What follows belongs to an exercise in optimizing a design on an open flow for small area, a short achievable clock period and few clock cycles per item; a production flow would make more cautious choices.
The RTL was checked by simulation tests, not by an equivalence proof against the original design.

<file path="run.sh">
#!/bin/bash
# synth_recipe.tcl (not shown) runs the flow's synth.tcl, then flattens the netlist and writes it again
# the make line also repeats each setting of config.mk as NAME=value (left out here)
make -C /OpenROAD-flow-scripts/flow DESIGN_CONFIG=/design/flow/config.mk WORK_HOME=/design/flow/orfs CLKGATE_MAP_FILE= SYNTH_SCRIPT=/design/flow/synth_recipe.tcl finish
</file>
<file path="config.mk">
export PLATFORM = sky130hd
export DESIGN_NAME = elc_recon
export DESIGN_NICKNAME = elc_recon
export VERILOG_FILES = /design/flow/design.v
export SDC_FILE = /design/flow/constraint.sdc
export NUM_CORES = 4
export LEC_CHECK = 0
export CAP_MARGIN = 20
export CORE_MARGIN = 2
export CORE_UTILIZATION = 40
export SLEW_MARGIN = 20
</file>
<file path="constraint.sdc">
create_clock -name core_clock -period 20.0 [get_ports {clk}]
set_input_delay 4.0000 -clock core_clock [delete_from_list [all_inputs] [get_ports {clk}]]
set_output_delay 4.0000 -clock core_clock [all_outputs]
set_load 0.01 [all_outputs]
</file>
<file path="design.v">
module elc_recon (
    input  wire        clk,
    input  wire        rst,
    input  wire        in_valid,
    output wire        in_ready,
    input  wire [17:0] in_data,
    output reg         out_valid,
    input  wire        out_ready,
    output reg  [15:0] out_data,
    output reg         out_last
);
    localparam [2:0] S_HDR  = 3'd0,
                     S_LVL  = 3'd1,
                     S_VERT = 3'd2,
                     S_PRED = 3'd3,
                     S_OUT  = 3'd4;
    reg [2:0] state;
    reg [5:0] cnt;
    reg [5:0] q;
    reg [1:0] dcode;
    reg       cbf;
    reg       split;
    reg [3:0] cbf4;
    reg signed [23:0] coef [0:63];    
    reg signed [23:0] emat [0:63];    
    reg        [15:0] pred [0:63];    
    function signed [23:0] clip24;
        input signed [47:0] v;
        begin
            if (v > 48'sd8388607)
                clip24 = 24'sd8388607;
            else if (v < -48'sd8388608)
                clip24 = -24'sd8388608;
            else
                clip24 = v[23:0];
        end
    endfunction
    function signed [7:0] tcoef;
        input       sp;
        input [2:0] k;
        input [2:0] i;
        reg signed [7:0] t8, t4;
        begin
            case ({k, i})
                6'o00, 6'o01, 6'o02, 6'o03, 6'o04, 6'o05, 6'o06, 6'o07: t8 = 8'sd45;
                6'o10: t8 = 8'sd65;  6'o11: t8 = 8'sd51;  6'o12: t8 = 8'sd34;  6'o13: t8 = 8'sd13;
                6'o14: t8 = -8'sd13; 6'o15: t8 = -8'sd34; 6'o16: t8 = -8'sd51; 6'o17: t8 = -8'sd65;
                6'o20: t8 = 8'sd59;  6'o21: t8 = 8'sd24;  6'o22: t8 = -8'sd24; 6'o23: t8 = -8'sd59;
                6'o24: t8 = -8'sd59; 6'o25: t8 = -8'sd24; 6'o26: t8 = 8'sd24;  6'o27: t8 = 8'sd59;
                6'o30: t8 = 8'sd51;  6'o31: t8 = -8'sd13; 6'o32: t8 = -8'sd65; 6'o33: t8 = -8'sd34;
                6'o34: t8 = 8'sd34;  6'o35: t8 = 8'sd65;  6'o36: t8 = 8'sd13;  6'o37: t8 = -8'sd51;
                6'o40: t8 = 8'sd45;  6'o41: t8 = -8'sd45; 6'o42: t8 = -8'sd45; 6'o43: t8 = 8'sd45;
                6'o44: t8 = 8'sd45;  6'o45: t8 = -8'sd45; 6'o46: t8 = -8'sd45; 6'o47: t8 = 8'sd45;
                6'o50: t8 = 8'sd34;  6'o51: t8 = -8'sd65; 6'o52: t8 = 8'sd13;  6'o53: t8 = 8'sd51;
                6'o54: t8 = -8'sd51; 6'o55: t8 = -8'sd13; 6'o56: t8 = 8'sd65;  6'o57: t8 = -8'sd34;
                6'o60: t8 = 8'sd24;  6'o61: t8 = -8'sd59; 6'o62: t8 = 8'sd59;  6'o63: t8 = -8'sd24;
                6'o64: t8 = -8'sd24; 6'o65: t8 = 8'sd59;  6'o66: t8 = -8'sd59; 6'o67: t8 = 8'sd24;
                6'o70: t8 = 8'sd13;  6'o71: t8 = -8'sd34; 6'o72: t8 = 8'sd51;  6'o73: t8 = -8'sd65;
                6'o74: t8 = 8'sd65;  6'o75: t8 = -8'sd51; 6'o76: t8 = 8'sd34;  6'o77: t8 = -8'sd13;
                default: t8 = 8'sd0;
            endcase
            case ({k[1:0], i[1:0]})
                4'h0, 4'h1, 4'h2, 4'h3: t4 = 8'sd32;
                4'h4: t4 = 8'sd42;  4'h5: t4 = 8'sd17;  4'h6: t4 = -8'sd17; 4'h7: t4 = -8'sd42;
                4'h8: t4 = 8'sd32;  4'h9: t4 = -8'sd32; 4'ha: t4 = -8'sd32; 4'hb: t4 = 8'sd32;
                4'hc: t4 = 8'sd17;  4'hd: t4 = -8'sd42; 4'he: t4 = 8'sd42;  4'hf: t4 = -8'sd17;
                default: t4 = 8'sd0;
            endcase
            if (!sp)
                tcoef = t8;
            else if (k[2] == i[2])
                tcoef = t4;
            else
                tcoef = 8'sd0;
        end
    endfunction
    wire [6:0] qe = {1'b0, q} + (dcode == 2'd0 ? 7'd0 :
                                 dcode == 2'd1 ? 7'd12 : 7'd36);
    wire [4:0] qn = qe / 7'd6;
    wire [2:0] qm = qe % 7'd6;
    reg [7:0] ls;
    always @(*) begin
        case (qm)
            3'd0:    ls = 8'd64;
            3'd1:    ls = 8'd72;
            3'd2:    ls = 8'd81;
            3'd3:    ls = 8'd91;
            3'd4:    ls = 8'd102;
            default: ls = 8'd114;
        endcase
    end
    wire signed [17:0] level   = in_data;
    wire signed [26:0] lprod   = level * $signed({1'b0, ls});
    wire signed [47:0] lshift  = $signed({{21{lprod[26]}}, lprod}) <<< qn;
    wire signed [47:0] lround  = (lshift + 48'sd128) >>> 8;
    wire signed [23:0] dq      = clip24(lround);
    wire [2:0] hi = cnt[5:3];
    wire [2:0] lo = cnt[2:0];
    reg signed [39:0] vacc;
    reg signed [39:0] hacc;
    integer j;
    always @(*) begin
        vacc = 40'sd0;
        hacc = 40'sd0;
        for (j = 0; j < 8; j = j + 1) begin
            vacc = vacc + tcoef(split, j[2:0], lo) * coef[{hi, j[2:0]}];
            hacc = hacc + tcoef(split, j[2:0], lo) * emat[{j[2:0], hi}];
        end
    end
    wire signed [47:0] vext = vacc;
    wire signed [47:0] hext = hacc;
    wire signed [47:0] vrnd = split ? (vext + 48'sd32) >>> 6 : (vext + 48'sd64) >>> 7;
    wire signed [47:0] hrnd = split ? (hext + 48'sd32) >>> 6 : (hext + 48'sd64) >>> 7;
    wire signed [23:0] vval = clip24(vrnd);
    wire signed [23:0] hval = clip24(hrnd);
    wire [1:0]         quad   = {hi[2], lo[2]};
    wire               coded  = cbf && (!split || cbf4[quad]);
    wire signed [23:0] resid  = coded ? hval : 24'sd0;
    wire signed [25:0] recon  = $signed({10'd0, pred[cnt]}) + resid;
    wire        [15:0] maxval = dcode == 2'd0 ? 16'h03ff :
                                dcode == 2'd1 ? 16'h0fff : 16'hffff;
    wire        [15:0] sample = recon < 26'sd0                     ? 16'd0  :
                                recon > $signed({10'd0, maxval})   ? maxval :
                                recon[15:0];
    assign in_ready = (state == S_HDR) || (state == S_LVL) || (state == S_PRED);
    wire in_fire   = in_valid && in_ready;
    wire out_free  = !out_valid || out_ready;
    always @(posedge clk) begin
        if (rst) begin
            state     <= S_HDR;
            cnt       <= 6'd0;
            out_valid <= 1'b0;
            out_last  <= 1'b0;
        end else begin
            if (out_valid && out_ready)
                out_valid <= 1'b0;
            case (state)
                S_HDR: if (in_fire) begin
                    q     <= in_data[5:0];
                    dcode <= in_data[7:6];
                    cbf   <= in_data[8];
                    split <= in_data[9];
                    cbf4  <= in_data[13:10];
                    cnt   <= 6'd0;
                    state <= in_data[8] ? S_LVL : S_PRED;
                end
                S_LVL: if (in_fire) begin
                    coef[cnt] <= dq;
                    cnt       <= cnt + 6'd1;
                    if (cnt == 6'd63)
                        state <= S_VERT;
                end
                S_VERT: begin
                    emat[cnt] <= vval;
                    cnt       <= cnt + 6'd1;
                    if (cnt == 6'd63)
                        state <= S_PRED;
                end
                S_PRED: if (in_fire) begin
                    pred[cnt] <= in_data[15:0];
                    cnt       <= cnt + 6'd1;
                    if (cnt == 6'd63)
                        state <= S_OUT;
                end
                S_OUT: if (out_free) begin
                    out_valid <= 1'b1;
                    out_data  <= sample;
                    out_last  <= (cnt == 6'd63);
                    cnt       <= cnt + 6'd1;
                    if (cnt == 6'd63)
                        state <= S_HDR;
                end
                default: state <= S_HDR;
            endcase
        end
    end
endmodule
</file>
==> results.toml <==
[placed_design]
dp_slack_ns = 0.535
portBuffers = 40
gp_congestion = 1.01
place_area_sq_um = 285000
dp_hpwl_mm = 670

[global_route]
grt_max_degree = 96
antenna_found_initial = 60
grt_pass1_vias = 164000
grt_use_total = 0.262
grt-ovfl-total = 0
grt_pass1_wl_mm = 1260

[yosys]
syn_area_per_cell_sq_um = 14.3
synth_fp_nets = 22800
yosys-top-cells-area = "edfxtp_1 46%, fa_1 24%, mux4_2 9.2%"
ys_seq_area_frac = 0.460
synth_cell_types = 120
yosysTopAreaCellShare = 0.459
ys_ff_latch = 4143
synth_flop_cell = "edfxtp_1"
synth_edf_count = 4126
yosys.area.top_type = "edfxtp_1"
syn_inst = 18800
synthesis.area_sq_um = 270000
ys.warnings.count = 1
synthArstFlopShare = 0

[floorplanning]
start_util = 0.401
ios = 41
die_x_um = 825
die-height_um = 825
dieArea_sq_um = 681000
core-area_sq_um = 672000
rows = 301

[hold_path]
hp-class = "flop to flop"
min_from = "state[0]$_SDFFE_PP0P_"
whs_path_depth = 2
hold_path_end = "state[0]$_SDFFE_PP0P_"

[route]
drt_iter0_markers = 17700
post_drt_wl_per_cell_um = 31.3
ant_nets = 0
routed_wl_mm = 891
drc = 0
vias = 158000
vias_per_cell = 5.54
dr.pass1.iters = 7

[layout]
multi_input_area_sq_um = 133000
drive_gt1_frac = 0.159
layout_common_cells = "4126 x edfxtp_1, 3272 x fa_1, 3157 x inv_1, 1677 x nand2_1, 1107 x mux4_2"
design_area_sq_um = 299000
final_common_cell = "edfxtp_1"
syn_to_final_growth_pct = 10.9
seq_area_sq_um = 124000
fillers = 59800
finalCoreUtilization = 0.445
final_nets = 23200

[timing]
slew_violations = 0
fin_skew_ns = 0.0934
worst_slack_ns = 0.806
fmax_mhz = 52.1
setup_violations = 0
max_slew_margin = 0.197
tightest_slew_ns = 1.17
min_period_over_period = 0.960
setup_tns_ns = 0
whs_ns = 0.615
period_needed_ns = 19.19
hold_viol_final = 0

[clock_network]
insertion_delay_ns = 1.10
cts_tree = "built"
h-tree-depth = 5
clkTransAtPathRegs_ns = 0.06
cts_buffers = 423
clock_sinks = 4143
cts_root_buffer = "clkbuf_16"
cts_hold_buffers = 0
clockBufferDepth = 4

[worst_setup_path]
worstSetupPathType = "flop to flop"
cpLargestDelayFamily = "adder cells"
cp_data_required_time_ns = 20.76
crit_cells = 67
crit_top_cell = "fa_1"
max_stage_delay_ns = 0.74
reg2reg_slack_ns = 0.81
reg2reg_depth = 67
cp_max_fo = 43
end_kind = "flop"
r2r_end = "out_data[1]$_SDFFCE_PN0P_"
cp.buffers_inverters = 15
crit_path_start_kind = "flop"
arrival_ns = 19.96
slowest_stage = "fa_1"

[status]
status = "finished clean"

[job]
cap_viol_max_count = 0
## routing by layer
layer  global-route usage  routed length, um  vias up
li1                     -                  -    64700
met1                0.368             369000    85200
met2                0.405             404000     6613
met3               0.0468              72000     1235
met4                0.108              45300       24
met5                    0                173        -
## final cells by class
class                   instances  share of cell area
flip-flops and latches       4143               0.415
inverters                    3168              0.0397
diodes                         21            0.000176
clock buffers                 521              0.0369
well taps                    8938              0.0373
multi-input cells           10800               0.443
clock inverters               259             0.00832
repair buffers                678              0.0192
## registers in the layout, summed over array words and instances (netlist names), 2 cells and up, named ones only
register  count
cnt           6
cbf4          4
emat       1536
coef       1536
dcode         2
q             6
out_data     16
state         3
pred       1024
## how the worst max path moves through the flow
stage	start	endpoint	slack [ns]
global placement	cnt[1]$_SDFFE_PP0P_	out_data[6]$_SDFFCE_PN0P_	0.56
floorplan	cnt[1]$_SDFFE_PP0P_	out_data[11]$_SDFFCE_PN0P_	2.04
CTS	cnt[1]$_SDFFE_PP0P_	out_data[1]$_SDFFCE_PN0P_	0.39
finish	flop	out_data[1]$_SDFFCE_PN0P_	0.81
detailed placement	cnt[1]$_SDFFE_PP0P_	out_data[5]$_SDFFCE_PN0P_	0.53
global route	cnt[1]$_SDFFE_PP0P_	out_data[1]$_SDFFCE_PN0P_	-0.04
## worst reg2reg max path, delay by kind of cell (launching register included)
kind	cells	cell delay, ns
adders and majority gates	13	6.47
and+or+nand+nor	19	5.19
AOI/OAI and AO/OA	16	3.09
buffers and inverters	15	2.48
DFF	1	0.73
xor gates and xnor gates	2	0.51
muxes	2	0.40
## what timing repair did
| item | in CTS | in global routing |
|---|---|---|
| endpoints found under the setup margin | 0 | 16 |
| resized for setup | 0 | 25 |
| setup buffers | 0 | 17 |
| endpoints found under the hold margin | 0 | 0 |
## synth_stat cells (10+ instances only)
cell	instances
dfxtp_1	17
clkbuf_1	502
nand2b_1	117
and3_1	42
edfxtp_1	4126
nor2b_1	160
a21oi_1	248
xor2_1	68
nor3_1	92
o31ai_1	16
o2bb2ai_1	10
a21boi_0	11
o21bai_1	16
fa_1	3272
mux4_2	1107
o21ai_0	193
o22ai_1	14
nand4_1	49
nand3_1	118
or3_1	157
xnor2_1	168
nor3b_1	13
nand2_1	1697
buf_1	200
and2_1	181
buf_2	32
a211oi_1	42
a21o_1	51
inv_1	3161
a31oi_1	23
mux2_2	253
and4_1	11
or2_2	123
o221ai_1	16
o21a_1	21
a22oi_1	11
buf_4	11
o21ai_1	42
nor2_1	1147
o211ai_1	36
mux2i_1	291
ha_1	681
nor4_1	33
## per-stage QoR
step                std cells
floorplan               18800
global placement        27700
detailed placement      27700
CTS                     28400
global route            28500
finish                  28500
## kinds of logic (layout without fill, tap and decap cells)
| logic type | after synthesis | count (layout) | synth area share |
|---|---|---|---|
| flip-flops | 4143 | 4143 | 0.460 |
| AND/OR/NAND/NOR | 4005 | 4005 | 0.0665 |
| adder cells (fa/ha/maj) | 3953 | 3953 | 0.274 |
| buffers and inverters | 3919 | 4626 | 0.0550 |
| multiplexers | 1658 | 1658 | 0.114 |
| AO/OA/AOI/OAI | 907 | 908 | 0.0221 |
| XOR/XNOR | 238 | 238 | 0.00778 |
| other | 0 | 21 | 0 |
Testbench counts, summed over its fixed seeds: cycles 75,720, blocks 320.

[afterwards: timing with drivers on the ports]
In the flow no input, the clock included, has a driving cell. The finished layout below was timed again as built, in two steps.
Step 1 (the two cells are an assumption about what drives the block):
set clk [get_ports {clk}]
set_driving_cell -lib_cell sky130_fd_sc_hd__clkbuf_16 $clk
set_driving_cell -lib_cell sky130_fd_sc_hd__buf_2 [delete_from_list [all_inputs] $clk]
Step 2, shift: input delay + t, output delay - t, t = (earliest + latest rising clock arrival at the registers) / 2. This alone moves slack from input paths to output paths.
Slacks: no drivers / after step 1 / after step 2; pairs: no drivers / after step 1.
t (ns): 1.172
setup slack, ns: 0.806 / 0.806 / 0.806
worst register clock-pin slew, ns: 0.08 / 0.08
After both steps setup and hold are still met in this run. For this run, drivers alone change the setup slack by 0.000 ns; drivers and shift together by 0.000 ns.
